From an optimization exercise on the open Yosys and OpenROAD flow, aimed at small area, a short achievable clock period and few clock cycles per item; shortcuts taken in it are not production practice.
Only simulation tests tie the RTL to the original design; equivalence was not proved.
Power and IR drop assume default switching activity.

==> flow/constraint.sdc <==
create_clock -name core_clock -period 10.0 [get_ports {clk}]
set_input_delay 2.0000 -clock core_clock [delete_from_list [all_inputs] [get_ports {clk}]]
set_output_delay 2.0000 -clock core_clock [all_outputs]
set_load 0.01 [all_outputs]
==> flow/run.sh <==
#!/bin/bash
# synth_recipe.tcl (not shown) runs the flow's synth.tcl, then flattens the netlist and writes it again
# the make line also repeats each setting of config.mk as NAME=value (left out here)
make -C /OpenROAD-flow-scripts/flow DESIGN_CONFIG=/design/flow/config.mk WORK_HOME=/design/flow/orfs CLKGATE_MAP_FILE= SYNTH_SCRIPT=/design/flow/synth_recipe.tcl finish
==> flow/config.mk <==
export PLATFORM = sky130hd
export DESIGN_NAME = gate_fit
export DESIGN_NICKNAME = gate_fit
export VERILOG_FILES = /design/flow/design.v
export SDC_FILE = /design/flow/constraint.sdc
export NUM_CORES = 8
export LEC_CHECK = 0
export CAP_MARGIN = 5
export CORE_MARGIN = 2
export CORE_UTILIZATION = 50
export CTS_CLUSTER_DIAMETER = 100
export CTS_CLUSTER_SIZE = 25
export PLACE_DENSITY = 0.65
export SETUP_SLACK_MARGIN = 5
export SLEW_MARGIN = 5
==> flow/design.v <==
module sk_add #(parameter W = 8) (
    input  wire [W-1:0] a,
    input  wire [W-1:0] b,
    input  wire         ci,
    output wire [W-1:0] s
);
    localparam L = (W <= 2) ? 1 : (W <= 4) ? 2 : (W <= 8) ? 3 : (W <= 16) ? 4 :
                   (W <= 32) ? 5 : (W <= 64) ? 6 : (W <= 128) ? 7 : 8;
    wire [W-1:0] p0 = a ^ b;
    wire [W-1:0] g0 = a & b;
    wire [W-1:0] gl [0:L];
    wire [W-1:0] pl [0:L];
    assign gl[0] = {g0[W-1:1], g0[0] | (p0[0] & ci)};
    assign pl[0] = p0;
    genvar lv, i;
    generate
        for (lv = 0; lv < L; lv = lv + 1) begin : lvl
            for (i = 0; i < W; i = i + 1) begin : bx
                if (((i >> lv) & 1) == 1) begin : op
                    assign gl[lv+1][i] = gl[lv][i] | (pl[lv][i] & gl[lv][((i >> lv) << lv) - 1]);
                    assign pl[lv+1][i] = pl[lv][i] & pl[lv][((i >> lv) << lv) - 1];
                end else begin : pass
                    assign gl[lv+1][i] = gl[lv][i];
                    assign pl[lv+1][i] = pl[lv][i];
                end
            end
        end
    endgenerate
    wire [W-1:0] gc = gl[L];
    assign s = p0 ^ {gc[W-2:0], ci};
endmodule
module gate_fit (
    input  wire         clk,
    input  wire         rst,
    input  wire         in_valid,
    output wire         in_ready,
    input  wire [31:0]  n,
    input  wire [79:0]  t1,
    input  wire [111:0] t2,
    output reg          out_valid,
    output wire [63:0]  p,
    output wire [63:0]  a,
    output wire [63:0]  f
);
    reg        a_busy;           
    reg [5:0]  ca;               
    reg        a_done;           
    reg        b_busy;           
    reg [6:0]  cb;               
    reg        b_last;           
    wire b_free   = ~b_busy | b_last;
    wire handoff  = a_done & b_free;
    assign in_ready = ~a_busy | handoff;
    wire accept   = in_valid & in_ready;
    wire [5:0] ca_n = accept ? 6'd0 : ((a_busy & ~a_done) ? ca + 6'd1 : ca);
    wire [6:0] cb_n = handoff ? 7'd0 : (b_busy ? cb + 7'd1 : cb);
    reg fa_0;      
    reg fa_m;      
    reg fa_32;     
    reg fa_33;     
    reg fa_34;     
    reg fa_b;      
    reg fa_16;     
    reg fa_d;      
    reg fa_49;     
    reg fa_5;      
    reg fa_58;     
    reg fb_0;      
    reg fb_1;      
    reg fb_inc;    
    always @(posedge clk) begin
        if (rst) begin
            a_busy    <= 1'b0;
            ca        <= 6'd59;
            a_done    <= 1'b0;
            b_busy    <= 1'b0;
            cb        <= 7'd65;
            b_last    <= 1'b0;
            out_valid <= 1'b0;
            fa_0 <= 1'b0; fa_m <= 1'b0; fa_32 <= 1'b0; fa_33 <= 1'b0; fa_34 <= 1'b0; fa_b <= 1'b0;
            fa_16 <= 1'b0; fa_d <= 1'b0; fa_49 <= 1'b0; fa_5 <= 1'b0; fa_58 <= 1'b0;
            fb_0 <= 1'b0; fb_1 <= 1'b0; fb_inc <= 1'b0;
        end else begin
            if (accept)
                a_busy <= 1'b1;
            else if (handoff)
                a_busy <= 1'b0;
            ca     <= ca_n;
            a_done <= (accept | a_busy) & ~(handoff & ~accept) & (ca_n == 6'd59);
            if (handoff)
                b_busy <= 1'b1;
            else if (b_last)
                b_busy <= 1'b0;
            cb     <= cb_n;
            b_last <= (handoff | b_busy) & (cb_n == 7'd65);
            out_valid <= b_busy & ~handoff & (cb_n == 7'd65);
            fa_0  <= (ca_n == 6'd0);
            fa_m  <= (ca_n < 6'd32);
            fa_32 <= (ca_n == 6'd32);
            fa_33 <= (ca_n == 6'd33);
            fa_34 <= (ca_n == 6'd34);
            fa_b  <= (ca_n < 6'd17);
            fa_16 <= (ca_n == 6'd16);
            fa_d  <= (ca_n >= 6'd17) && (ca_n < 6'd49);
            fa_49 <= (ca_n == 6'd49);
            fa_5  <= (ca_n >= 6'd50) && (ca_n < 6'd58);
            fa_58 <= (ca_n == 6'd58);
            fb_0   <= (cb_n == 7'd0);
            fb_1   <= (cb_n == 7'd1);
            fb_inc <= (cb_n == 7'd64);
        end
    end
    reg [31:0]  n_fix;           
    reg [31:0]  n_rot;           
    reg [33:0]  n_bth;           
    reg         bth_prev;        
    reg         brw_m;           
    reg         brw_d;           
    reg [35:0]  acc0;            
    reg [33:0]  low0;
    reg [65:0]  acc1;            
    reg [31:0]  low1;
    reg [104:0] acc_m;           
    reg [107:0] t1sh;            
    reg [115:0] xf;              
    wire [64:0]  e_val = {acc0[30:0], low0};
    wire [62:0]  c2    = e_val[64:1];
    wire [96:0]  d_val = {acc1[64:0], low1};
    wire bit_n   = n_rot[0];
    wire bit_nm  = bit_n ^ brw_m;            
    wire bit_d0  = n_rot[15];                
    wire bit_nd  = bit_d0 ^ brw_d;           
    wire b1 = n_bth[1], b0 = n_bth[0];
    wire bth_neg = b1 & ~(b0 & bth_prev);
    wire bth_two = (b1 & ~b0 & ~bth_prev) | (~b1 & b0 & bth_prev);
    wire bth_one = b0 ^ bth_prev;
    wire [35:0] nmul = bth_two ? {3'b0, n_fix, 1'b0} : (bth_one ? {4'b0, n_fix} : 36'd0);
    wire [35:0] acc0_sum;
    sk_add #(36) u_add0 (.a(acc0), .b(nmul ^ {36{bth_neg}}), .ci(bth_neg), .s(acc0_sum));
    wire [65:0] acc1_sum;
    sk_add #(66) u_add1 (.a(acc1), .b({1'b0, e_val} & {66{bit_nd}}), .ci(1'b0), .s(acc1_sum));
    wire [104:0] m_op = ({105{fa_m}} & ~(t1sh[104:0] & {105{bit_nm}})) |
                        ({105{fa_33}} & {acc_m[103:0], 1'b0});
    wire [104:0] acc_m_sum;
    sk_add #(105) u_addm (.a(acc_m), .b(m_op), .ci(fa_m), .s(acc_m_sum));
    wire [107:0] w_val = {1'b0, c2, 1'b0, c2[62:20]};
    wire [115:0] xf_op = ({116{fa_0}}  & {7'd0, t1sh, 1'b0}) |
                         ({116{fa_32}} & ~{9'd0, acc_m, 2'b0}) |
                         ({116{fa_33}} & {8'd0, w_val}) |
                         ({116{fa_5}}  & {xf[113:0], 2'b0}) |
                         ({116{fa_58}} & {57'd0, acc_m[104:46]});
    wire [115:0] xf_sum;
    sk_add #(116) u_addf (.a(xf), .b(xf_op), .ci(fa_32), .s(xf_sum));
    always @(posedge clk) begin
        n_rot    <= accept ? n : {n_rot[0], n_rot[31:1]};
        n_bth    <= accept ? {2'b0, n} : {2'b0, n_bth[33:2]};
        bth_prev <= accept ? 1'b0 : n_bth[1];
        brw_m    <= accept ? 1'b1 : (brw_m & ~bit_n);
        brw_d    <= fa_16 ? 1'b1 : (brw_d & ~bit_d0);
        acc_m    <= accept ? {t2[103:0], 1'b0} : acc_m_sum;
        xf       <= accept ? {10'd0, t2[104:0], 1'b0} : (fa_49 ? {19'd0, d_val} : xf_sum);
        if (accept)
            t1sh <= {35'd0, t1[72:0]};
        else if (fa_m)
            t1sh <= {t1sh[106:0], 1'b0};
        else if (fa_34)
            t1sh <= xf[107:0];
        if (accept)
            n_fix <= n;
        if (accept) begin
            acc0 <= {4'b0, n};
        end else if (fa_b) begin
            acc0 <= {{2{acc0_sum[35]}}, acc0_sum[35:2]};
            low0 <= {acc0_sum[1:0], low0[33:2]};
        end
        if (accept) begin
            acc1 <= 66'd0;
        end else if (fa_d) begin
            acc1 <= {1'b0, acc1_sum[65:1]};
            low1 <= {acc1_sum[0], low1[31:1]};
        end
    end
    wire nlt2 = (n_fix[31:1] == 31'd0);
    wire mz   = (acc_m == 105'd0);
    reg        z_all;            
    reg        z_f;              
    reg        ovf;              
    reg [95:0]  dp;
    reg [96:0]  rp;
    reg [63:0]  lp;
    reg         qp;
    wire [96:0] sp;
    sk_add #(97) u_divp (.a({rp[95:0], lp[63]}), .b({1'b0, dp} ^ {97{qp}}), .ci(qp), .s(sp));
    wire        qp_raw = ~sp[96];
    wire [63:0] lp_inc;
    sk_add #(64) u_incp (.a({1'b0, lp[63:1]}), .b(64'd0), .ci(lp[0]), .s(lp_inc));
    reg [65:0]  da;
    reg [66:0]  ra;
    reg [64:0]  la;
    reg         qa;
    wire [66:0] sa;
    sk_add #(67) u_diva (.a({ra[65:0], la[64]}), .b({1'b0, da} ^ {67{qa}}), .ci(qa), .s(sa));
    wire        qa_raw = ~sa[66];
    reg [105:0] df;
    reg [106:0] rf;
    reg [64:0]  lf;
    reg         qf;
    wire [106:0] sf;
    sk_add #(107) u_divf (.a({rf[105:0], lf[64]}), .b({1'b0, df} ^ {107{qf}}), .ci(qf), .s(sf));
    wire        qf_raw = ~sf[106];
    wire qp_bit = qp_raw & ~z_all;
    wire qa_bit = z_all ? fb_1 : qa_raw;
    wire qf_bit = (qf_raw | (ovf & ~fb_0)) & ~z_f;
    always @(posedge clk) begin
        if (handoff) begin
            z_all <= nlt2;
            z_f   <= nlt2 | mz;
            dp    <= d_val[95:0];
            da    <= {e_val, 1'b0};
            df    <= {acc_m, 1'b0};
        end
        ovf <= fb_0 ? qf_raw : ovf;
        rp <= handoff ? {34'd0, acc_m[104:42]} : sp;
        lp <= handoff ? {acc_m[41:0], 22'd0} : (fb_inc ? lp_inc : {lp[62:0], qp_bit});
        qp <= handoff | qp_raw;
        ra <= handoff ? {3'b0, t1sh[107:44]} : sa;
        la <= handoff ? {t1sh[43:0], e_val[20:0]} : {la[63:0], qa_bit};
        qa <= handoff | qa_raw;
        rf <= handoff ? {10'd0, xf[115:19]} : sf;
        lf <= handoff ? {xf[18:0], acc_m[45:0]} : {lf[63:0], qf_bit};
        qf <= handoff | qf_raw;
    end
    assign p = lp;
    assign a = {~la[63], la[62:0]};
    assign f = lf[63:0];
endmodule
==> summary.txt, run 1 <==
Setup path
At the worst endpoint, the arrival time is approximately 6.4 ns. STA classifies the critical path startpoint as a flip-flop. The required time at the endpoint of the critical path is 10.57 ns. The largest single stage delay on the critical path is 1.33 ns. The critical path is of the reg -> reg type. Among all stages on the critical path, the largest delay is contributed by sky130_fd_sc_hd__a222oi_1.

The kind of end point of the critical path is a flip-flop. Walking the worst path, the cells encountered are a222oi_1 > o211ai_1 > ha_2 > or4_4 > o21a_1 > o211a_4 > o2111ai_4 > buf_12 > a2111oi_4 > buf_6 > buf_4 > o21ai_4 > o31ai_4 > buf_12 > buf_4 > a21oi_4 > buf_4 > xnor2_1 > nor2_1 > a21oi_1 > a21oi_1. The maximum fanout along the worst path is 4. By instance count, the cell type seen most on the critical path is sky130_fd_sc_hd__buf_4.

Status
The layout checks failed on max-slew violations. The run finished, with violations left.

Logic synthesis
The netlist uses 95 different library cells. The number of enable-type register cells in the synthesized netlist is 472. The total of warnings raised by yosys is 9. The number of nets handed over by synthesis was 9310. For this run, the register share of the synthesized area comes to roughly 41%. The synthesized area per cell is 9.14 um2. The register bit count reported by yosys is between 1000 and 1500. The share of flip-flops with an asynchronous set or reset after synthesis is 0%.

The most used flip-flop cell after synthesis is sky130_fd_sc_hd__dfxtp_1. The cell area that synthesis handed to floorplanning was roughly 77000 um2. The post-synthesis cell count is ~8400.

CTS
The total CTS buffers is 67. After clock tree synthesis, the clock-pin slew on the worst setup and hold paths is 0.10 ns. The number of sinks handled by clock tree synthesis is 1359. Counting along the longest clock path gives a buffer depth of 3.

The number of buffers added to fix hold violations after cts is 0. Clock latency on the worst-skew pair, taken at its later pin, is 0.74 ns. The CTS tree is built. The buffer type at the clock tree root is sky130_fd_sc_hd__clkbuf_16. The maximum level of the CTS H-tree is 3.

Placed design
The placer congestion estimate is 1.00. The half-perimeter wire length after detailed placement is 218000 um. The number of buffers inserted by port buffering is between 400 and 500.

Routing
For this run, design rule violations remaining after detail routing come to 0. Wires add up to roughly 300000 um. In the routed layout, each cell is associated on average with a via count of 6.21. The wire length per cell is approximately 28 um.

The number of nets with antenna violations after detailed routing is 0. The via count of the routed design is 67030. The number of DRC markers after the initial detailed-route iteration is 7780.

The first TritonRoute pass finished after 9 iterations.

STA
Based on the critical path, the design can be clocked at up to between 150 and 200 MHz. Setup violations remaining at the end of the flow were counted as 0. For the final routed database, the setup TNS stands at 0 ns. In this run the tightest slew margin relative to its limit is -2.06%. Hold timing on the final database bottoms out at a slack of 0.408 ns.

The max-slew violation total from the final report is 1. The worst-case clock skew is between 0.03 and 0.04 ns. Setup repair after global routing could not meet its margin everywhere. The slew of the pin with the lowest slew margin is about 1.5 ns. Of the available clock period, the critical path in the final layout requires 58.1%.

The final critical path time including I/O delays and setup is approximately 5.8 ns. The final-report hold violation count is 0.

Global route
The via count of the first global-routing pass came to 62510. The aggregate global-route resource usage is 36.6%. The pin count of the biggest net entering global routing is 183.

For this run the aggregate overflow at the end of global routing stands at 0. The number of antenna violations at the first check in global routing is 67. The first global-routing pass estimated 425000 um of wire.

Die
The row count is 144. The area of the core region is between 150000 and 200000 um2. In this run the vertical extent of the chip is 397 um.

Once the floorplan was initialized, standard cells occupied 50.2% of the core. The die footprint is approximately 160000 um2. The die outline width is between 300 and 400 um.

The number of I/O pins is 421.

Power
The internal power summed over all cells is 16.7 mW. IR analysis of the VDD net gives a maximum drop of between 0.2 and 0.25 mV. Of the total power, the share spent switching nets is 46.0%. The part of the power in combinational logic is 56.5%. In this run the power density over the cells is roughly 350 nW/um2. The sequential group share of total power is around a third. The net switching power is 14.2 mW. For this design the static power due to leakage is 35.9 nW. The power share of the clock group is 11.1%.

Cells and area
The layout cell share with drive strength beyond 1 is under 10%. The number of fillers in the final layout is 13757. The area growth from synthesis to layout is 13.5%.

The final net count is 9539.

Hold path
The type of the tightest min-delay check is reg -> reg.

Run
Across the run, the number of max-cap violations was 0.
==> area by class of cell <==
type | instances | area (um2) | share of cell area, %
inverter | 198 | 768 | 0.877
clock buffer | 109 | 1980 | 2.26
sequential | 1359 | 32000 | 36.5
antenna | 20 | 50.0 | 0.0571
multi-input combinational | 6382 | 43400 | 49.5
tap | 2044 | 2560 | 2.92
timing repair buffer | 666 | 6750 | 7.71
clock inverter | 15 | 153 | 0.174
==> layer usage <==
layer	vias up	global-route usage (%)	share of wire [%]
li1	30297	-	-
met1	32770	49.8	41
met3	671	7.44	10
met2	3266	54.9	43
met5	-	0	0.044
met4	26	18.9	5.9
==> Yosys cell counts, types with 111 or more instances <==
library cell / instances / area (um2)
sky130_fd_sc_hd__buf_4: 128 / 961
sky130_fd_sc_hd__xnor2_1: 259 / 2270
sky130_fd_sc_hd__o21ai_0: 450 / 2250
sky130_fd_sc_hd__nor2b_1: 111 / 694
sky130_fd_sc_hd__nor3_1: 125 / 626
sky130_fd_sc_hd__nor2_1: 669 / 2510
sky130_fd_sc_hd__clkbuf_1: 326 / 1220
sky130_fd_sc_hd__xor2_1: 504 / 4410
sky130_fd_sc_hd__edfxtp_1: 472 / 14200
sky130_fd_sc_hd__ha_1: 589 / 7370
sky130_fd_sc_hd__inv_1: 194 / 728
sky130_fd_sc_hd__a21o_1: 157 / 1180
sky130_fd_sc_hd__mux2i_1: 185 / 1850
sky130_fd_sc_hd__a21oi_1: 721 / 3610
sky130_fd_sc_hd__dfxtp_1: 887 / 17800
sky130_fd_sc_hd__nand2_1: 1240 / 4650
==> power by group through the flow <==
stage	clock network [mW]	logic (mW)	registers (mW)
after floorplan	0	11.7	8.93
after global placement	0	15.7	10.0
after detailed placement	0	16.1	10.1
after CTS	3.43	16.7	9.93
after global routing	3.62	19.0	10.1
final	3.41	17.4	10.0
==> what timing repair did <==
item                       4_1_cts  5_1_grt
buffers inserted                56       57
hold endpoints to repair         0        0
setup endpoints to repair      252      134
pin swaps                       75      123
cloned                           8        5
resized for setup              172      148
==> state kept, by name, summed over array words and instances, names as in the netlist, 66 cells and up <==
signal / flops
rp: 96
rf: 106
dp: 96
acc_m: 105
df: 105
xf: 116
t1sh: 108
ra: 66
==> worst max-delay path: cells and delay by family (launching register included) <==
family / cells / cell delay [ns]
AOI/OAI and AO/OA: 11 / 3.31
adders and majority gates: 1 / 0.29
buffers and inverters: 6 / 0.88
and+or+nand+nor: 2 / 0.48
DFF: 1 / 0.57
xor gates and xnor gates: 1 / 0.10
==> cells in the final DEF (no fill, tap or decap), drive strengths merged, types with 34 or more instances in the layout <==
master,netlist,final
and2,34,34
ha,589,589
a21oi,722,722
xnor2,259,259
nor2,669,669
o21bai,42,42
dfxtp,887,887
and3,69,69
or3,36,36
buf,183,250
fa,49,49
edfxtp,472,472
nor2b,112,113
nand2,1240,1240
o21ai,471,471
nand4,91,91
nor3,127,127
a22oi,106,106
xor2,504,504
a21o,158,158
inv,195,202
a22o,106,106
a211oi,42,42
o21a,86,88
o31ai,74,74
clkdlybuf4s50,0,406
nand2b,64,64
mux2i,185,185
o211ai,101,101
nand3,95,95
nor4,49,49
clkbuf,326,113
==> final timing paths <==
path,cells past startpoint,start,slack (ns),endpoint
worst max-delay path,21,low0[28],4.19,xf[80]
worst min-delay path,2,n_bth[3],0.41,n_bth[1]
worst max register to register,21,low0[28],4.19,xf[80]
worst min register to register,2,n_bth[3],0.41,n_bth[1]
==> stage by stage <==
step / power, mW / cells / area (um2) / setup slack, ns / utilization (%)
after global routing: 32.7 / 10782 / 87600 / 4.29 / 57.0
after floorplan: 20.6 / 8445 / 77200 / 5.08 / -
final: 30.9 / 10793 / 87600 / 4.19 / 57.0
after CTS: 30.0 / 10710 / 86300 / 4.71 / 56.2
after global placement: 25.8 / 10522 / 82600 / 3.37 / 53.8
after detailed placement: 26.1 / 10522 / 82600 / 3.28 / 53.8
==> kinds of logic (layout without fill, tap and decap cells) <==
kind of cell	Yosys count	in the layout	share of synthesized area, %
AND/OR/NAND/NOR	2681	2682	15.4
AO/OA/AOI/OAI	2111	2113	17.2
flip-flops	1359	1359	41.4
XOR/XNOR	763	763	8.66
buffers and inverters	707	988	4.06
adder cells (fa/ha/maj)	638	638	10.8
multiplexers	186	186	2.41
other	0	20	0
Testbench counts, summed over its fixed seeds: cycles 13,160, items 192.
==> inputs of run 2 (changes only) <==
--- a/flow/config.mk
+++ b/flow/config.mk
@@ -5,11 +5,12 @@
 export SDC_FILE = /design/flow/constraint.sdc
 export NUM_CORES = 8
 export LEC_CHECK = 0
-export CAP_MARGIN = 5
+export ABC_AREA = 1
+export CAP_MARGIN = 20
 export CORE_MARGIN = 2
 export CORE_UTILIZATION = 50
 export CTS_CLUSTER_DIAMETER = 100
 export CTS_CLUSTER_SIZE = 25
 export PLACE_DENSITY = 0.65
 export SETUP_SLACK_MARGIN = 5
-export SLEW_MARGIN = 5
+export SLEW_MARGIN = 20
==> run 2 against run 1 <==
Non-clock buffer count fell by 137. Die area rose by 12%. The run now finishes clean. Maximum frequency grew 17%. Via count grew 24%. Final area up 7.2%. Global-route usage grew 0.058 points. Clock skew is 0.0048 ns higher. Sequential power is essentially flat. Critical path type is now in -> reg.
==> summary.txt, run 2 <==
Run
Across the run, the number of max-cap violations was 0.

Power
Dividing total power by cell area gives a power density of 346 nW/um2. Total power for the finished layout comes to 32.5 mW. The peak ir drop on the vdd network is 0.219 mV. Summed over all cells, the static leakage comes to 44.9 nW.

Logic synthesis
Sorting the synthesized cells by area gives the leading types as sky130_fd_sc_hd__dfxtp_1, sky130_fd_sc_hd__edfxtp_1, sky130_fd_sc_hd__nand2_1. Of the post-synthesis cell area, the dominant cell type holds 20.6%. Counting flops and latches in the post-synthesis netlist gives 1359.

The synthesized netlist net count is approximately 13000. sky130_fd_sc_hd__nand2_1 is the most common cell in the netlist. Counting flops with an async set or reset pin after synthesis yields a share of 0%. The synthesized area per cell is 7.33 um2. The mapped netlist covers 86200 um2.

For this run, the number of Yosys warnings is 9. Yosys mapped a number of flops with a built-in enable equal to 472. For this run, the register share of the synthesized area comes to 37.0%. Sorting the synthesized cells by how often they occur yields sky130_fd_sc_hd__nand2_1, sky130_fd_sc_hd__inv_1, sky130_fd_sc_hd__dfxtp_1. The most used flip-flop cell after synthesis is sky130_fd_sc_hd__dfxtp_1.

The number of distinct library cells after synthesis is 62. The post-synthesis cell count is about 12000. The cell accounting for the most synthesized area is sky130_fd_sc_hd__dfxtp_1.

STA
Setup repair after global routing could not meet its margin everywhere. For the pin with the worst max-slew slack, the measured transition is around 1.3 ns. The final-report hold violation count came to 0. Setup violations remaining at the end of the flow were counted as 0. Hold is met by 0.429 ns. Measured against its own limit, the worst slew margin works out to 12.7%. The routed design could run at a clock period as short as 4.96 ns.

Dividing the final minimum period by the clock period gives 49.6%. The max-slew violation total from the final report came to 0. The achievable frequency is 202 MHz. The worst-case clock skew is 0.0432 ns. The setup TNS is 0 ns.

Die
The die covers around 180000 um2. The number of I/O pins is 421. Row generation in the floorplan step produced 152 rows. For this configuration, the core starts out at a cell density of 50.3%.

In this run the horizontal extent of the chip is about 420 um. The core region is 172000 um2. The die is 419 um tall.

Setup path
The slowest cell on the critical path is sky130_fd_sc_hd__buf_4. The most critical setup path has its startpoint at in_valid. The worst setup slack for register-to-register paths is approximately 5 ns. Counting cells, the worst reg-to-reg path comes to 22. The largest stage delay on the critical path is approximately 0.66 ns.

The kind of end point of the critical path is a flip-flop. Of all nets on the critical path, the largest fanout is 94. STA classifies the critical path startpoint as a primary input.

Data on the critical path arrives at its endpoint at approximately 5.6 ns. The worst register-to-register path ends at xf[65]. The required time at the endpoint of the critical path is 10.61 ns. Walking the worst path, the cells encountered are clkdlybuf4s50_1 > nand2_8 > inv_8 > buf_12 > nor2_4 > inv_2 > buf_4 > nand2_1 > o21ai_0 > nand2_1.

On the critical path the largest part of the delay comes from buffers and inverters. Together, buffers and inverters on the worst path number 5. The critical path crosses 10 cells after its start point.

The startpoint-to-endpoint class of the critical path is in -> reg. The worst register-to-register path begins at fa_33. The cell that appears most often on the critical path is sky130_fd_sc_hd__nand2_1.

Routing
The via count of the routed design is 82968. For this run, design rule violations remaining after detail routing come to 0. The routed design has 333000 um of wire. The wire length per cell is about 23 um. Dividing the detail-routed via count by the number of cells gives slightly below 6. Once detail routing completed, the nets flagged for antenna violations numbered 0. The first routing iteration left 10602 violations. The number of iterations in the first detailed-routing pass is 9.

CTS
The clock reaches the later pin of the worst-skew pair after around 0.75 ns. CTS placed an instance of sky130_fd_sc_hd__clkbuf_16 at the clock tree root. The maximum level of the CTS H-tree is 3. The number of buffers between clock root and the deepest sink is 3. The number of sinks handled by clock tree synthesis is 1359. After clock tree synthesis, the clock-pin slew on the worst setup and hold paths is 0.11 ns. The CTS tree is built. The number of clock buffers added by TritonCTS is 66.

Hold path
Counting instances, the worst hold path has a depth of 2. The capture endpoint of the worst hold path is n_bth[20]. The type of the tightest min-delay check is reg -> reg. The startpoint identified for the worst hold timing path is n_bth[22].

Cells and area
The final net count is approximately 13000. After filler insertion, the fill cell instance count of the layout stands at approximately 16000. The layout cell share with drive strength beyond 1 is 3.15%. In the layout the commonest cells are sky130_fd_sc_hd__nand2_1, sky130_fd_sc_hd__inv_1, sky130_fd_sc_hd__dfxtp_1. The library cell used most frequently in the layout, excluding fill and tap cells, is sky130_fd_sc_hd__nand2_1. The largest registers in the layout are xf (116), t1sh (108), rf (106). For this run, the number of standard cells in the final layout without fillers is 14189. The register with the most flip-flops in the final layout is xf. The flip-flop count of the largest register after layout is 116. The area growth from synthesis to layout is 8.88%. The area of all placed cells without fillers is 93900 um2.

Global route
The number of antenna violations at the first check in global routing is 32. The first global-routing pass estimated between 400000 and 500000 um of wire. Entering global routing, the biggest net connects around 170 pins. For this run the aggregate overflow at the end of global routing stands at 0. The via count of the first global-routing pass was 75006. Global routing consumed, over all layers together, approximately 37% of the routing resources.

Placed design
Routability-driven placement finished with a final weighted congestion of 1.06. The cell area reported after detailed placement is 91500 um2. The number of buffers inserted by port buffering is 406. The HPWL after detailed placement is 254000 um.

The total instance count after detailed placement is approximately 14000.

Status
The run finished with no timing, DRC or antenna violations.
run 2: changes by cell type after synthesis, moves of 105 or more:
cell and change:
sky130_fd_sc_hd__nor2_1 +181, sky130_fd_sc_hd__xor2_1 -140, sky130_fd_sc_hd__o21ai_0 +184, sky130_fd_sc_hd__nand3_1 +737
sky130_fd_sc_hd__a22o_1 -105, sky130_fd_sc_hd__nand2_1 +2039, sky130_fd_sc_hd__inv_1 +1139, sky130_fd_sc_hd__a21o_1 -112
sky130_fd_sc_hd__nor2b_1 -111, sky130_fd_sc_hd__xnor2_1 -193, sky130_fd_sc_hd__mux2i_1 -185
run 2: per-layer routing:
layer | global-route usage, % | up-vias | wire length (um)
met2 | 52.6 | 4279 | 136000
met3 | 9.00 | 727 | 39100
met4 | 21.1 | 22 | 22100
met1 | 50.0 | 39042 | 136000
met5 | 0 | - | 157
li1 | - | 38898 | -
run 2: final cells by class:
type / count / area (um2) / area share [%]
Multi-Input combinational cell: 8497 / 46600 / 49.6
Inverter: 1357 / 5130 / 5.46
Clock inverter: 18 / 199 / 0.212
Antenna cell: 19 / 47.5 / 0.0506
Clock buffer: 100 / 1860 / 1.98
Tap cell: 2310 / 2890 / 3.08
Sequential cell: 1359 / 32000 / 34.0
Timing Repair Buffer: 529 / 5190 / 5.53
run 2: power by group:
group	internal, mW	switching [mW]	total (mW)	leakage, nW
logic	7.07	12.2	19.3	32.0
registers	7.78	2.08	9.85	11.8
clock network	1.38	2.01	3.39	1.00
run 2: kinds of logic (layout without fill, tap and decap cells):
kind of cell / after synthesis / in the layout / share of synthesized area, %
AND/OR/NAND/NOR: 5368 / 5369 / 25.9
AO/OA/AOI/OAI: 2060 / 2060 / 14.0
buffers and inverters: 1907 / 2004 / 9.07
flip-flops: 1359 / 1359 / 37.0
adder cells (fa/ha/maj): 638 / 638 / 9.68
XOR/XNOR: 430 / 430 / 4.37
other: 0 / 19 / 0
run 2: what timing repair did:
action,CTS,global route
gates cloned,0,1
setup endpoints to repair,126,49
hold buffers,0,0
pin swaps,0,3
resized for setup,23,27
buffers inserted,5,6
run 2: worst register-to-register path, stage by stage, from the launching register on:
cell	delay (ns)
sky130_fd_sc_hd__dfxtp_4	0.46
sky130_fd_sc_hd__buf_6	0.31
sky130_fd_sc_hd__nand2_1	0.47
sky130_fd_sc_hd__o21ai_0	0.17
sky130_fd_sc_hd__a21oi_1	0.28
sky130_fd_sc_hd__o221ai_1	0.24
sky130_fd_sc_hd__ha_1	0.39
sky130_fd_sc_hd__nand2_1	0.12
sky130_fd_sc_hd__nor2_1	0.16
sky130_fd_sc_hd__nand2_1	0.10
sky130_fd_sc_hd__nor2_1	0.15
sky130_fd_sc_hd__nand2_1	0.07
sky130_fd_sc_hd__nand2_1	0.06
sky130_fd_sc_hd__buf_4	0.27
sky130_fd_sc_hd__a21oi_1	0.21
sky130_fd_sc_hd__nand2_2	0.13
sky130_fd_sc_hd__buf_12	0.23
sky130_fd_sc_hd__inv_1	0.12
sky130_fd_sc_hd__fa_1	0.41
sky130_fd_sc_hd__xor2_1	0.16
sky130_fd_sc_hd__o21ai_0	0.16
sky130_fd_sc_hd__nand2_1	0.07
sky130_fd_sc_hd__o21ai_0	0.09
run 2: worst max-delay path by stage:
stage | end
final | xf[31]
after global routing | xf[65]
after CTS | acc_m[65]
after detailed placement | acc_m[65]
after global placement | acc_m[65]
after floorplan | da[10]
run 2: per-stage QoR:
step / utilization [%] / worst slack [ns]
after detailed placement: 53.3 / 3.92
after CTS: 54.6 / 4.94
after floorplan: - / 5.04
after global placement: 53.3 / 3.91
after global routing: 54.7 / 4.92
final: 54.7 / 5.04
==> inputs of run 3 (changes only) <==
--- a/flow/config.mk
+++ b/flow/config.mk
@@ -5,7 +5,6 @@
 export SDC_FILE = /design/flow/constraint.sdc
 export NUM_CORES = 8
 export LEC_CHECK = 0
-export ABC_AREA = 1
 export CAP_MARGIN = 20
 export CORE_MARGIN = 2
 export CORE_UTILIZATION = 50
==> run 3 against run 2 <==
Still clean on timing, DRC and antenna. Global-route usage shrank 0.33 points. Clock skew down 0.0036 ns. Final cell count down 24%. Worst setup slack lost 0.036 ns. Critical path type is now reg -> reg.
==> summary.txt, run 3 <==
Power
The power share of the clock group is 10.8%. The sequential group share of total power is 32.5%. The power density over cell area is roughly 350 nW/um2. Combinational logic burns 56.7% of the power. In this run the static leakage power is 35.8 nW. The net switching power is 14.1 mW. The internal portion of the total power is 16.6 mW. IR analysis of the VDD net gives a maximum drop of 0.166 mV. The proportion of total power due to net switching is between 40% and 50%.

Logic synthesis
The post-synthesis cell count is 8445. Summing the sequential cell areas from Yosys gives roughly two fifths of the chip area. The top cell type by area accounts for 23.0% of the synthesized area. Synthesis instantiated between 90 and 100 different standard cells from the library. The synthesized area per cell is 9.14 um2.

In this run, synthesis produced a sequential element count of 1359. The cell area that synthesis handed to floorplanning was 77200 um2. Among all flip-flop cells after synthesis, the most frequent one is sky130_fd_sc_hd__dfxtp_1. Counting flops with a built-in enable in the synthesized netlist gives around 470.

In the post-synthesis netlist, the cell with the most instances is sky130_fd_sc_hd__nand2_1. The share of flip-flops with an asynchronous set or reset after synthesis is 0%. Counting instances in the post-synthesis netlist gives the leading cell types as sky130_fd_sc_hd__nand2_1, sky130_fd_sc_hd__dfxtp_1, sky130_fd_sc_hd__a21oi_1. The cell accounting for the most synthesized area is sky130_fd_sc_hd__dfxtp_1.

The number of nets in the synthesized netlist is 9310. After synthesis, the cell types taking the most area are sky130_fd_sc_hd__dfxtp_1, sky130_fd_sc_hd__edfxtp_1, sky130_fd_sc_hd__ha_1. The total of warnings raised by yosys is 9.

STA
For the final database, setup skew stands at 0.0396 ns. The final-report hold violation count came to 0. The tightest hold path in the finished design has a slack of 0.410 ns. For the final routed database, the setup TNS stands at 0 ns.

The final cycle utilization of the critical path is 49.9%. The relative max-transition margin is 17.7%. The max-slew violation total from the final report is 0. At the pin with the least slew margin, the transition time is 1.22 ns. The achievable frequency is 200 MHz. Setup violations remaining at the end of the flow were counted as 0. Setup repair after global routing could not meet its margin everywhere. Subtracting the final worst setup slack from the clock period gives 4.99 ns.

Routing
The wire length per cell is 27.6 um. Summed over all layers, the routed wires come to 298000 um. After detailed routing, the number of remaining DRC violations is 0. The via count of the routed design is 66672. The number of iterations in the first detailed-routing pass is 6.

Dividing the detail-routed via count by the number of cells gives 6.18. The number of nets with antenna violations after detailed routing is 0. After the first detailed-routing iteration, the DRC count stood at roughly 7400.

CTS
The clock passes through at most 3 buffers. The H-tree was split into 3 levels. The number of buffers added to fix hold violations after cts is 0. The buffer type at the clock tree root is sky130_fd_sc_hd__clkbuf_16. The number of sinks handled by clock tree synthesis is 1359. The clock insertion delay at the later pin of the skew report is 0.73 ns. TritonCTS built the clock tree. Buffers inserted during clock tree synthesis total 66. Clock-pin slew was measured on the worst setup and hold paths at ~0.10 ns.

Cells and area
The sequential standard cell area is 32000 um2. Leaving out fill and tap cells, the most frequent cells in the layout are sky130_fd_sc_hd__nand2_1, sky130_fd_sc_hd__dfxtp_1, sky130_fd_sc_hd__a21oi_1. The register with the most flip-flops in the layout has 116 of them. The final layout contains 9528 nets. The area growth from synthesis to layout is 13.2%. The most common library cell in the layout ignoring fill and taps is sky130_fd_sc_hd__nand2_1. The register with the highest flop count is xf. The layout cell share with drive strength beyond 1 is 6.75%. After filler insertion, the fill cell instance count of the layout stands at 13717.

The area taken by multi-input logic gates is 43200 um2. In the final layout, the registers with the most flip-flops are xf (116), t1sh (108), rf (106).

Global route
Global routing used 36.3% of the available tracks across all layers. The number of antenna violations at the first check in global routing is between 60 and 70. Entering global routing, the biggest net connects 183 pins. The sum of overflow across all layers after global routing is 0. The via count of the first global-routing pass is 62088. The wire length of the first global-routing pass is ~420000 um.

Die
around 420 I/O pins were placed. In this run the horizontal extent of the chip is 397 um. The row count is 144. The die footprint is 157000 um2.

The area of the core region is 154000 um2. The initial utilization of the core area, before any placement, comes to around 50%. Measured along the y axis, the die boundary spans 397 um.

Setup path
The kind of end point of the critical path is a flip-flop. The required time at the endpoint of the critical path is between 10 and 15 ns. The worst setup path is of the reg -> reg kind. The signal arrival time at the worst endpoint is roughly 5.6 ns. Of all nets on the critical path, the largest fanout is 4. The kind of launch point of the worst setup path is a flip-flop.

Hold path
The type of the tightest min-delay check is reg -> reg.

Status
The run finished with no timing, DRC or antenna violations.

Placed design
Detailed placement ended at an HPWL of 218000 um. The number of buffers inserted by port buffering is a little over 400. At the end of routability-driven placement, the weighted congestion stood at 1.00.

Run
Across the run, the number of max-cap violations was 0.
[run 3: changes by cell type after synthesis, sizes merged, moves of 112 or more]
cell / delta
xor2: +140
nor2b: +112
nand3: -739
inv: -1156
a21o: +113
nand2: -2066
o21ai: -174
nor2: -200
xnor2: +193
mux2i: +185
[run 3: cell families (layout without fill, tap and decap cells)]
group / count (synthesis) / after routing / synth area share [%]
compound gates: 2111 / 2112 / 17.2
xor+xnor: 763 / 763 / 8.66
fa+ha+maj: 638 / 638 / 10.8
buf+inv: 707 / 978 / 4.06
flops: 1359 / 1359 / 41.4
mux: 186 / 186 / 2.41
other cells: 0 / 27 / 0
simple gates: 2681 / 2681 / 15.4
[run 3: critical path, cell delays in order (launching register included)]
cell                        delay [ns]
sky130_fd_sc_hd__edfxtp_1         0.57
sky130_fd_sc_hd__a222oi_1         0.57
sky130_fd_sc_hd__buf_4            0.26
sky130_fd_sc_hd__o211ai_1         0.10
sky130_fd_sc_hd__ha_2             0.35
sky130_fd_sc_hd__o211ai_1         0.10
sky130_fd_sc_hd__a21oi_1          0.16
sky130_fd_sc_hd__o21a_1           0.21
sky130_fd_sc_hd__o211a_4          0.21
sky130_fd_sc_hd__o2111ai_4        0.20
sky130_fd_sc_hd__a2111oi_4        0.42
sky130_fd_sc_hd__buf_6            0.19
sky130_fd_sc_hd__o211ai_1         0.10
sky130_fd_sc_hd__buf_4            0.21
sky130_fd_sc_hd__a2111oi_4        0.44
sky130_fd_sc_hd__o2111ai_2        0.15
sky130_fd_sc_hd__nand3b_1         0.23
sky130_fd_sc_hd__o31ai_2          0.09
sky130_fd_sc_hd__or2_1            0.21
sky130_fd_sc_hd__a21oi_1          0.11
[run 3: what timing repair did]
action                                  in CTS  in global routing
hold endpoints to repair                     0                  0
pin swaps                                   83                 62
resized for setup                          166                131
gates cloned                                 7                  6
endpoints found under the setup margin     257                124
setup buffers                               55                 46
[run 3: path summary, 6_finish.rpt]
| path | start | slack (ns) | depth (start not counted) | to |
|---|---|---|---|---|
| min | n_bth[2] | 0.41 | 2 | n_bth[0] |
| max reg2reg | low0[26] | 5.01 | 19 | xf[114] |
| max | low0[26] | 5.01 | 19 | xf[114] |
| min reg2reg | n_bth[2] | 0.41 | 2 | n_bth[0] |
[run 3: final cells by class]
cell class / count / area share (%)
diodes: 27 / 0.0773
clock buffers: 109 / 2.15
clock inverters: 13 / 0.162
inverters: 198 / 0.894
multi-input cells: 6380 / 49.5
flip-flops and latches: 1359 / 36.6
well taps: 2044 / 2.93
repair buffers: 658 / 7.70
[run 3: per-stage QoR]
stage	cell area, um2	setup WS (ns)	utilization [%]	instances	power (mW)
after floorplan	77200	5.08	-	8445	20.6
after global placement	82600	3.37	53.8	10522	25.8
after detailed placement	82700	3.31	53.8	10523	26.1
after CTS	86200	4.67	56.1	10707	29.9
after global routing	87300	4.90	56.8	10768	32.6
final	87400	5.01	56.8	10788	30.7
[run 3: power by group through the flow]
stage                     Sequential [mW]  Clock (mW)  Combinational (mW)
after floorplan                      8.93           0                11.7
after global placement               10.0           0                15.7
after detailed placement             10.1           0                16.1
after CTS                            9.93        3.34                16.7
after global routing                 10.0        3.52                19.0
final                                9.98        3.31                17.4
[run 3: layer usage]
metal / part of all wire, % / track usage [%] / vias to the layer above
li1: - / - / 30265
met1: 41 / 49.3 / 32511
met2: 43 / 54.6 / 3205
met3: 10 / 7.70 / 667
met4: 5.7 / 18.4 / 24
met5: 0.056 / 0 / -
==> inputs of run 4 (changes only) <==
--- a/flow/config.mk
+++ b/flow/config.mk
@@ -7,9 +7,9 @@
 export LEC_CHECK = 0
 export CAP_MARGIN = 20
 export CORE_MARGIN = 2
-export CORE_UTILIZATION = 50
+export CORE_UTILIZATION = 60
 export CTS_CLUSTER_DIAMETER = 100
 export CTS_CLUSTER_SIZE = 25
-export PLACE_DENSITY = 0.65
+export PLACE_DENSITY = 0.75
 export SETUP_SLACK_MARGIN = 5
 export SLEW_MARGIN = 20
==> run 4 against run 3 <==
Still clean on timing, DRC and antenna. Maximum frequency decreased by 2.5%. Final area decreased by 0.64%. Register-to-register slack got worse by 0.13 ns. Via count increased by 1.8%. Critical path depth increased by 2. Clock power decreased by 1%. Largest power group unchanged.
==> summary.txt, run 4 <==
CTS
For this design, the sink count on the clock tree is 1359. The buffer type at the clock tree root is sky130_fd_sc_hd__clkbuf_16. The total CTS buffers is 66. For the worst-skew pair, the clock arrives at the later sink with an insertion delay of 0.75 ns. TritonCTS built the clock tree. The number of buffers between clock root and the deepest sink is 3. The number of buffers added to fix hold violations after cts is 0. Clock-pin slew was measured on the worst setup and hold paths at 0.10 ns.

The maximum level of the CTS H-tree is 3.

Setup path
The number of buffer and inverter instances along the worst setup path is 5. STA classifies the critical path endpoint as a flip-flop. Walking the worst path, the cells encountered are buf_12 > buf_4 > nand2_1 > o2111ai_1 > ha_1 > a21oi_1 > o21a_1 > o22ai_1 > nor2_1 > o221a_2 > a2111oi_4 > buf_6 > o211ai_1 > buf_6 > a2111oi_4 > o2111ai_2 > nand3b_1 > buf_4 > a21oi_2 > xor2_1 > nor2_1.

The most critical setup path has its endpoint at xf[113]. The required time at the endpoint of the critical path is 10.60 ns. The worst setup slack for register-to-register paths is a little under 5 ns. The kind of launch point of the worst setup path is a flip-flop. The largest delay contributor family on the critical path is compound AO/OA/AOI/OAI gates. The number of cells on the worst reg-to-reg path is 21.

The slowest cell on the critical path is sky130_fd_sc_hd__dfxtp_4. In this design, the stage delay of the slowest critical-path cell is 0.50 ns. The critical path starts at fa_33. The signal arrival time at the worst endpoint is 5.72 ns. The startpoint-to-endpoint class of the critical path is reg -> reg. The critical register-to-register path endpoint is xf[113]. Counting buffers and inverters, the worst setup path is 21 cells deep. The maximum fanout along the worst path is 27. The reg-to-reg critical path startpoint is fa_33.

Logic synthesis
The number of different library cells used by synthesis comes to 95. The number of enable-type register cells in the synthesized netlist is between 400 and 500. The post-synthesis instance area is ~77000 um2. Sorting the synthesized cells by area gives the leading types as sky130_fd_sc_hd__dfxtp_1, sky130_fd_sc_hd__edfxtp_1, sky130_fd_sc_hd__ha_1.

The total of warnings raised by yosys is 9. The share of flip-flops with an asynchronous set or reset after synthesis is 0%. Counting every net in the synthesized netlist gives 9310. In this run the biggest area consumer among cell types represents approximately 23% of the synthesized area.

The synthesized area per cell is 9.14 um2. The cell accounting for the most synthesized area is sky130_fd_sc_hd__dfxtp_1. The register bit count reported by yosys is 1359.

The post-synthesis cell count is 8445. The commonest cells after synthesis are sky130_fd_sc_hd__nand2_1, sky130_fd_sc_hd__dfxtp_1, sky130_fd_sc_hd__a21oi_1. After synthesis, flip-flops and latches occupy 41.4% of the total area. The most used flip-flop cell after synthesis is sky130_fd_sc_hd__dfxtp_1. The most common cell in the synthesized netlist is sky130_fd_sc_hd__nand2_1.

Global route
In the global route stage, met3 resource usage came out at 12.1%. The number of antenna violations at the first check in global routing was between 40 and 50. The aggregate global-route resource usage is 42.7%. For this run the aggregate overflow at the end of global routing stands at 0. The first global-routing pass estimated roughly 410000 um of wire. The most congested layer reported by global routing is met2. Entering global routing, the biggest net connects 189 pins. The met1 track demand over resource is 56.0%. The via count of the first global-routing pass is 62424. The met2 track utilization from global routing is 63.0%.

Cells and area
The layout cell share with drive strength beyond 1 is 6.59%. The flip-flop count of the largest register after layout is around 120. The end-of-flow core utilization is approximately two thirds. The library cell used most frequently in the layout, excluding fill and tap cells, is sky130_fd_sc_hd__nand2_1. The final net count is around 9500. Compared with the post-synthesis result, the final layout area differs by 12.5%. The largest registers in the layout are xf (116), t1sh (108), rf (106). Counting flops per register, the top entry is xf.

In the layout the commonest cells are sky130_fd_sc_hd__nand2_1, sky130_fd_sc_hd__dfxtp_1, sky130_fd_sc_hd__a21oi_1.

Routing
Before antenna repair, the detailed router went through 7 iterations. In the routed layout, each cell is associated on average with a via count of 6.52. The number of nets with antenna violations after detailed routing is 0. In the routed design, unresolved DRC markers number 0. After detailed routing, the average wire length per cell comes to between 20 and 30 um.

The via count of the routed design is slightly below 70000. The routed wire length is between 200000 and 300000 um. After the first detailed-routing iteration, the DRC count stood at around 9000.

Placed design
Input and output buffers added on the ports amount to 406. OpenSTA, run right after detailed placement, puts the worst setup slack at 3.33 ns. The placer congestion estimate is 1.02.

The half-perimeter wire length after detailed placement is 215000 um.

Power
The power density over cell area is 354 nW/um2. Summed over all cells, the static leakage comes to 35.7 nW. The peak ir drop on the vdd network is around 0.24 mV.

Die
The starting utilization of the core area is roughly 61%. The number of I/O pins is 421. The die outline width is 363 um. The die covers 132000 um2. The die outline height is 363 um.

The row count is 131. The area of the core region is 128000 um2.

STA
The achievable frequency is 195 MHz. The setup TNS is 0 ns. The final cycle utilization of the critical path is between 50 and 60%. The final critical path time including I/O delays and setup is 5.12 ns.

Setup repair after global routing could not meet its margin everywhere. The final-report hold violation count came to 0. The slew of the pin with the lowest slew margin is 1.28 ns. The relative max-transition margin is 14.0%. Setup violations remaining at the end of the flow were counted as 0. The max-slew violation total from the final report came to 0. The worst setup slack after layout is 4.88 ns. On the final layout, the worst clock skew is 0.0439 ns.

Status
The flow ran to the end and the layout has no timing, DRC or antenna violations.

Run
The tool flagged a number of max-cap violations equal to 0.

Hold path
In this run the worst hold path is classified as reg -> reg.
## run 4: cell types whose count changed in the layout (fill, tap and decap cells not counted), sizes merged
| cell | delta |
|---|---|
| clkinv | +5 |
| buf | -2 |
| bufbuf | -3 |
| diode | +15 |
| inv | -3 |
| clkinvlp | +1 |
## run 4: timing repair
item,in CTS,in global routing
setup buffers,72,28
endpoints found under the setup margin,273,123
pin swaps,70,51
gates resized for setup,170,122
cloned,5,6
## run 4: cell families after synthesis
kind of cell    share of synthesized area [%]
simple gates                             15.4
compound gates                           17.2
flops                                    41.4
xor+xnor                                 8.66
buf+inv                                  4.06
fa+ha+maj                                10.8
mux                                      2.41
## run 4: power breakdown
| part | total, mW | internal [mW] | leakage, nW | switching, mW |
|---|---|---|---|---|
| logic | 17.4 | 7.43 | 23.0 | 9.99 |
| clock network | 3.27 | 1.31 | 0.958 | 1.96 |
| registers | 10.0 | 7.78 | 11.8 | 2.26 |
| total | 30.7 | 16.5 | 35.7 | 14.2 |
## run 4: stage by stage
stage | std cells | total power, mW | cell area [um2] | hold WS [ns]
6_report | 10419 | 30.7 | 86800 | 0.418
2_1_floorplan | 8445 | 20.6 | 77200 | 0.389
3_3_place_gp | 10143 | 25.6 | 82100 | 0.394
5_1_grt | 10388 | 32.5 | 86700 | 0.430
4_1_cts | 10341 | 29.9 | 85700 | 0.422
3_5_place_dp | 10143 | 26.1 | 82200 | 0.399
## run 4: area by class of cell
class | instances | area [um2]
antenna | 42 | 105
clock buffer | 105 | 1840
timing repair buffer | 657 | 6650
clock inverter | 16 | 160
sequential | 1359 | 32000
inverter | 198 | 766
multi-input combinational | 6380 | 43200
tap | 1662 | 2080
fill | 10321 | 40700
## run 4: worst min path at each step
| stage | cells past startpoint | from | slack (ns) | end |
|---|---|---|---|---|
| after floorplan | 1 | fa_16 | 0.39 | brw_d |
| after global placement | 1 | fa_16 | 0.39 | brw_d |
| after detailed placement | 1 | fa_16 | 0.40 | brw_d |
| after CTS | 1 | fa_16 | 0.42 | brw_d |
| after global routing | 1 | fa_16 | 0.43 | brw_d |
| final | 1 | fa_16 | 0.42 | brw_d |
## run 4: layer usage
layer,wire (um),vias up
met3,36400,816
li1,-,30276
met4,18800,14
met1,113000,32752
met2,125000,4027
met5,508,-
## run 4: worst reg2reg max path: cells and delay by family, from the launching register on
| kind | cells | cell delay [ns] |
|---|---|---|
| and+or+nand+nor | 4 | 0.70 |
| AOI/OAI and AO/OA | 10 | 2.39 |
| adders and majority gates | 1 | 0.29 |
| buffers and inverters | 5 | 1.01 |
| DFF | 1 | 0.50 |
| xor gates and xnor gates | 1 | 0.13 |
==> inputs of run 5 (changes only) <==
==> flow/flow/run.sh (new file) <==
#!/bin/bash
# The standard layout (the standard.sh, every step unchanged), except that
# the port buffers that global placement inserts on every input and output are
# the platform's smallest buffer, buf_1, instead of the automatically chosen one.
set -euo pipefail
cd "$(dirname "$0")/.."
bash standard.sh "BUFFER_PORTS_ARGS=-buffer_cell sky130_fd_sc_hd__buf_1" finish > standard_make.log 2>&1
==> flow/standard.sh (new file) <==
#!/bin/bash
# synth_recipe.tcl (not shown) runs the flow's synth.tcl, then flattens the netlist and writes it again
# the make line also repeats each setting of config.mk as NAME=value (left out here)
make -C /OpenROAD-flow-scripts/flow DESIGN_CONFIG=/design/flow/config.mk WORK_HOME=/design/flow/orfs CLKGATE_MAP_FILE= SYNTH_SCRIPT=/design/flow/synth_recipe.tcl "${@:-finish}"
--- a/flow/config.mk
+++ b/flow/config.mk
@@ -7,9 +7,9 @@
 export LEC_CHECK = 0
 export CAP_MARGIN = 20
 export CORE_MARGIN = 2
-export CORE_UTILIZATION = 60
+export CORE_UTILIZATION = 50
 export CTS_CLUSTER_DIAMETER = 100
 export CTS_CLUSTER_SIZE = 25
-export PLACE_DENSITY = 0.75
+export PLACE_DENSITY = 0.65
 export SETUP_SLACK_MARGIN = 5
 export SLEW_MARGIN = 20
removed: flow/run.sh
==> run 5 against run 4 <==
Global-route usage down 6.7 points. Non-clock buffer count down 15. Combinational power down 3%. Clock power up 3%. Final area down 2.8%. Die area up 20%.
==> summary.txt, run 5 <==
Power
VDD sags by at most between 0.2 and 0.25 mV. Power comes to 30.2 mW. The analysis attributes to cell leakage a power of 34.6 nW.

The power density over cell area is 358 nW/um2.

Logic synthesis
The number of nets in the synthesized netlist is 9310. Multiplexer cells account for 2.41% of the synthesized area. After synthesis, the largest family of logic cells by area is compound AO/OA/AOI/OAI gates. Counting distinct cell types in the post-synthesis netlist gives between 90 and 100.

Synthesis handed over a netlist of 8445 instances. The register bit count reported by yosys is about 1400. The synthesized netlist devotes 15.4% of its cell area to simple gates. In the post-synthesis netlist, the cell with the most instances is sky130_fd_sc_hd__nand2_1. Of the post-synthesis cell area, the dominant cell type holds between 20% and 30%. The most used flip-flop cell after synthesis is sky130_fd_sc_hd__dfxtp_1.

The fraction of the mapped netlist area in compound gates is 17.2%. The total of warnings raised by yosys is 9. The post-synthesis share of cell area spent on full adders, half adders and majority gates is 10.8%. The average instance in the mapped netlist occupies 9.14 um2. The post-synthesis instance area is 77200 um2.

The cell accounting for the most synthesized area is sky130_fd_sc_hd__dfxtp_1. The number of enable-type register cells in the synthesized netlist is 472. After synthesis, the most frequently instantiated cells are sky130_fd_sc_hd__nand2_1, sky130_fd_sc_hd__dfxtp_1, sky130_fd_sc_hd__a21oi_1.

Of all flip-flops after synthesis, the portion carrying an async set or reset was 0%. In the post-synthesis netlist, the biggest area contributors are sky130_fd_sc_hd__dfxtp_1, sky130_fd_sc_hd__edfxtp_1, sky130_fd_sc_hd__ha_1. The xor and xnor fraction of the mapped netlist area is 8.66%.

Sequential elements use 41.4% of the synthesized area.

Routing
The number of DRC markers after the initial detailed-route iteration is between 7000 and 8000. The detail-routed via count per cell is roughly 6.2. The routed wire length is 295000 um. The post-detailed-route DRC marker count is 0. The number of nets with antenna violations after detailed routing is 0. The first detailed-routing pass took 8 iterations.

The via count of the routed design is roughly 66000. In the final routed layout, each cell accounts on average for around 27 um.

Die
The floorplan step set the die height to 397 um. The starting utilization of the core area is 50.2%. In this run the horizontal extent of the chip is 397 um. The row count is 144. The die footprint is 157000 um2. After floorplanning, the core was sized to cover 154000 um2.

The number of I/O pins is about 420.

Cells and area
The layout cell share with drive strength beyond 1 is 6.13%. The sequential standard cell area is 32000 um2. In the final layout, the multi-input gates occupy 43000 um2. The register with the highest flop count is xf. After the last flow step, the layout net total stands at 9514.

The number of fillers in the final layout is around 14000. The library cell used most frequently in the layout, excluding fill and tap cells, is sky130_fd_sc_hd__nand2_1. In the layout the commonest cells are sky130_fd_sc_hd__nand2_1, sky130_fd_sc_hd__dfxtp_1, sky130_fd_sc_hd__a21oi_1. The register with the most flip-flops in the layout has 116 of them. Relative to the synthesized area, the layout overhead comes to 9.37%.

The largest registers in the layout are xf (116), t1sh (108), rf (106).

Setup path
The worst register-to-register path has a setup slack of 4.94 ns. The signal on the critical path passes through buf_16 > buf_12 > a222oi_1 > o211ai_1 > ha_1 > nand4_1 > o21ai_1 > o2111ai_4 > a2111oi_4 > buf_6 > o211ai_1 > buf_6 > a2111oi_4 > o2111ai_2 > nand3b_1 > o31ai_2 > or2_1 > a21oi_1. The worst register-to-register path begins at fa_33.

In this run the worst path has a maximum fanout of 7. At the worst endpoint, the required time is 10.64 ns. The worst setup path is launched from a flip-flop. Counting buffers and inverters, the worst setup path is 18 cells deep.

On the worst path, the slowest cell contributes a delay of 0.58 ns. On the critical path, the stage with the largest delay is an instance of sky130_fd_sc_hd__a222oi_1. The critical register-to-register path endpoint is xf[114].

Following the worst setup path forward leads to its endpoint at xf[114]. The number of cells on the worst reg-to-reg path is 18. Counting both buffers and inverters, the worst setup path holds a total of 4.

In this run the worst setup path begins at fa_33. The worst setup path is of the reg -> reg kind. The signal arrival time at the worst endpoint is approximately 5.7 ns. The kind of end point of the critical path is a flip-flop. The largest delay contributor family on the critical path is compound AO/OA/AOI/OAI gates.

Global route
Summed over all layers, the global routing overflow is 0. The via count of the first global-routing pass is 61876. The wire length of the first global-routing pass is 418000 um. After global routing, the most crowded layer is met2. The pin count of the biggest net entering global routing is 196.

The met1 track demand over resource is 49.1%. The aggregate global-route resource usage is 36.0%. The met2 track utilization from global routing is 53.4%.

The number of antenna violations at the first check in global routing is 52. In the global route stage, met3 resource usage came out at 7.97%.

STA
The final critical path time including I/O delays and setup is 5.06 ns. The final cycle utilization of the critical path is 50.6%. The slew of the pin with the lowest slew margin is roughly 1.2 ns. The achievable frequency is a little under 200 MHz.

The max-slew violation total from the final report is 0. In the final timing run, aggregate negative setup slack is 0 ns. The final-report hold violation count is 0. Setup violations remaining at the end of the flow were counted as 0. Measured against its own limit, the worst slew margin works out to between 10% and 20%.

The worst-case clock skew is approximately 0.041 ns. Setup repair after global routing could not meet its margin everywhere.

CTS
The clock transition at the register clock pins on the worst setup and hold paths after CTS is 0.10 ns. CTS placed an instance of sky130_fd_sc_hd__clkbuf_16 at the clock tree root. The total CTS buffers is 67. The number of buffers added to fix hold violations after cts is 0. The clock insertion delay at the later pin of the skew report is 0.73 ns. TritonCTS built the clock tree.

The maximum level of the CTS H-tree is 3. The number of buffers between clock root and the deepest sink is 3. The number of sinks handled by clock tree synthesis is about 1400.

Placed design
During placement, the flow inserted port buffers numbering ~400. Routability-driven placement finished with a final weighted congestion of 0.987. Once detailed placement completed, the half-perimeter wirelength came to 217000 um.

Run
The number of max-capacitance violations reported is 0.

Status
The flow ran to the end and the layout has no timing, DRC or antenna violations.

Hold path
The path class of the tightest hold or removal check is reg -> reg.
run 5: area by class of cell:
class / count / share of cell area (%)
multi-input cells: 6380 / 50.9
flip-flops and latches: 1359 / 37.9
repair buffers: 642 / 4.71
well taps: 2044 / 3.03
clock buffers: 105 / 2.27
inverters: 198 / 0.961
clock inverters: 16 / 0.185
diodes: 15 / 0.0445
repair inverters: 1 / 0.0104
run 5: worst min path at each step:
stage / start / end / cells past startpoint
after floorplan: fa_16 / brw_d / 1
after global placement: fa_16 / brw_d / 1
after detailed placement: fa_16 / brw_d / 1
after CTS: fa_16 / brw_d / 1
after global routing: fa_16 / brw_d / 1
final: fa_16 / brw_d / 1
run 5: repair_timing:
action                     in CTS  in global routing
setup buffers                  46                 38
setup endpoints to repair     293                104
pin swaps                      27                 56
resized for setup             150                106
cloned                          4                  4
run 5: cell families (layout without fill, tap and decap cells):
family	after synthesis	after routing
adders and majority gates	638	638
xor gates and xnor gates	763	763
DFF	1359	1359
muxes	186	186
and+or+nand+nor	2681	2681
buffers and inverters	707	962
AOI/OAI and AO/OA	2111	2112
other	0	15
run 5: metal layers:
metal  up-vias  part of all wire [%]
met2      3163                    42
met1     32217                    41
met3       609                    11
li1      30233                     -
met4        18                   5.8
met5         -                 0.041
run 5: through the flow:
stage / utilization [%] / cells / hold WS, ns / setup slack (ns) / area (um2)
after floorplan: - / 8445 / 0.389 / 5.08 / 77200
after global placement: 52.1 / 10530 / 0.397 / 3.02 / 80100
after detailed placement: 52.1 / 10532 / 0.398 / 3.01 / 80100
after CTS: 54.3 / 10703 / 0.422 / 4.99 / 83400
after global routing: 54.9 / 10750 / 0.440 / 4.82 / 84400
final: 54.9 / 10760 / 0.418 / 4.94 / 84400
run 5: where the power goes:
group,total [mW],internal [mW],switching [mW]
logic,16.8,6.95,9.87
clock network,3.37,1.37,2.00
registers,9.98,7.78,2.20
total,30.2,16.1,14.1

==> static timing again, ports no longer ideal <==
No port has a modelled driver above. Below, the same layouts with a new extraction and two added sets of constraints. Step 1, drivers: a clkbuf_16 drives clk and a buf_2 each remaining input, both assumed. Step 2 also shifts input and output timing later by t, the mid clock arrival at the registers, as if the neighbouring blocks saw the same clock. a / b / c = ideal ports / drivers / drivers and shift; a / b = the first two.
run	t, ns	setup slack, ns	worst setup path at the end	clock arrival spread, ns	slew at the worst register clock pin (ns)
run 1	0.812	4.190 / 4.190 / 4.190	register to register	0.046 / 0.046	0.12 / 0.12
run 2	0.823	5.045 / 5.048 / 4.225	input to register	0.045 / 0.045	0.12 / 0.12
run 3	0.801	5.009 / 5.009 / 4.429	input to register	0.042 / 0.042	0.11 / 0.11
run 4	0.810	4.878 / 4.878 / 4.465	input to register	0.045 / 0.044	0.12 / 0.12
run 5	0.802	4.943 / 4.943 / 4.550	input to register	0.049 / 0.049	0.12 / 0.12
For run 2, which loses most, drivers alone change the setup slack by +0.003 ns; drivers and shift together by -0.820 ns.
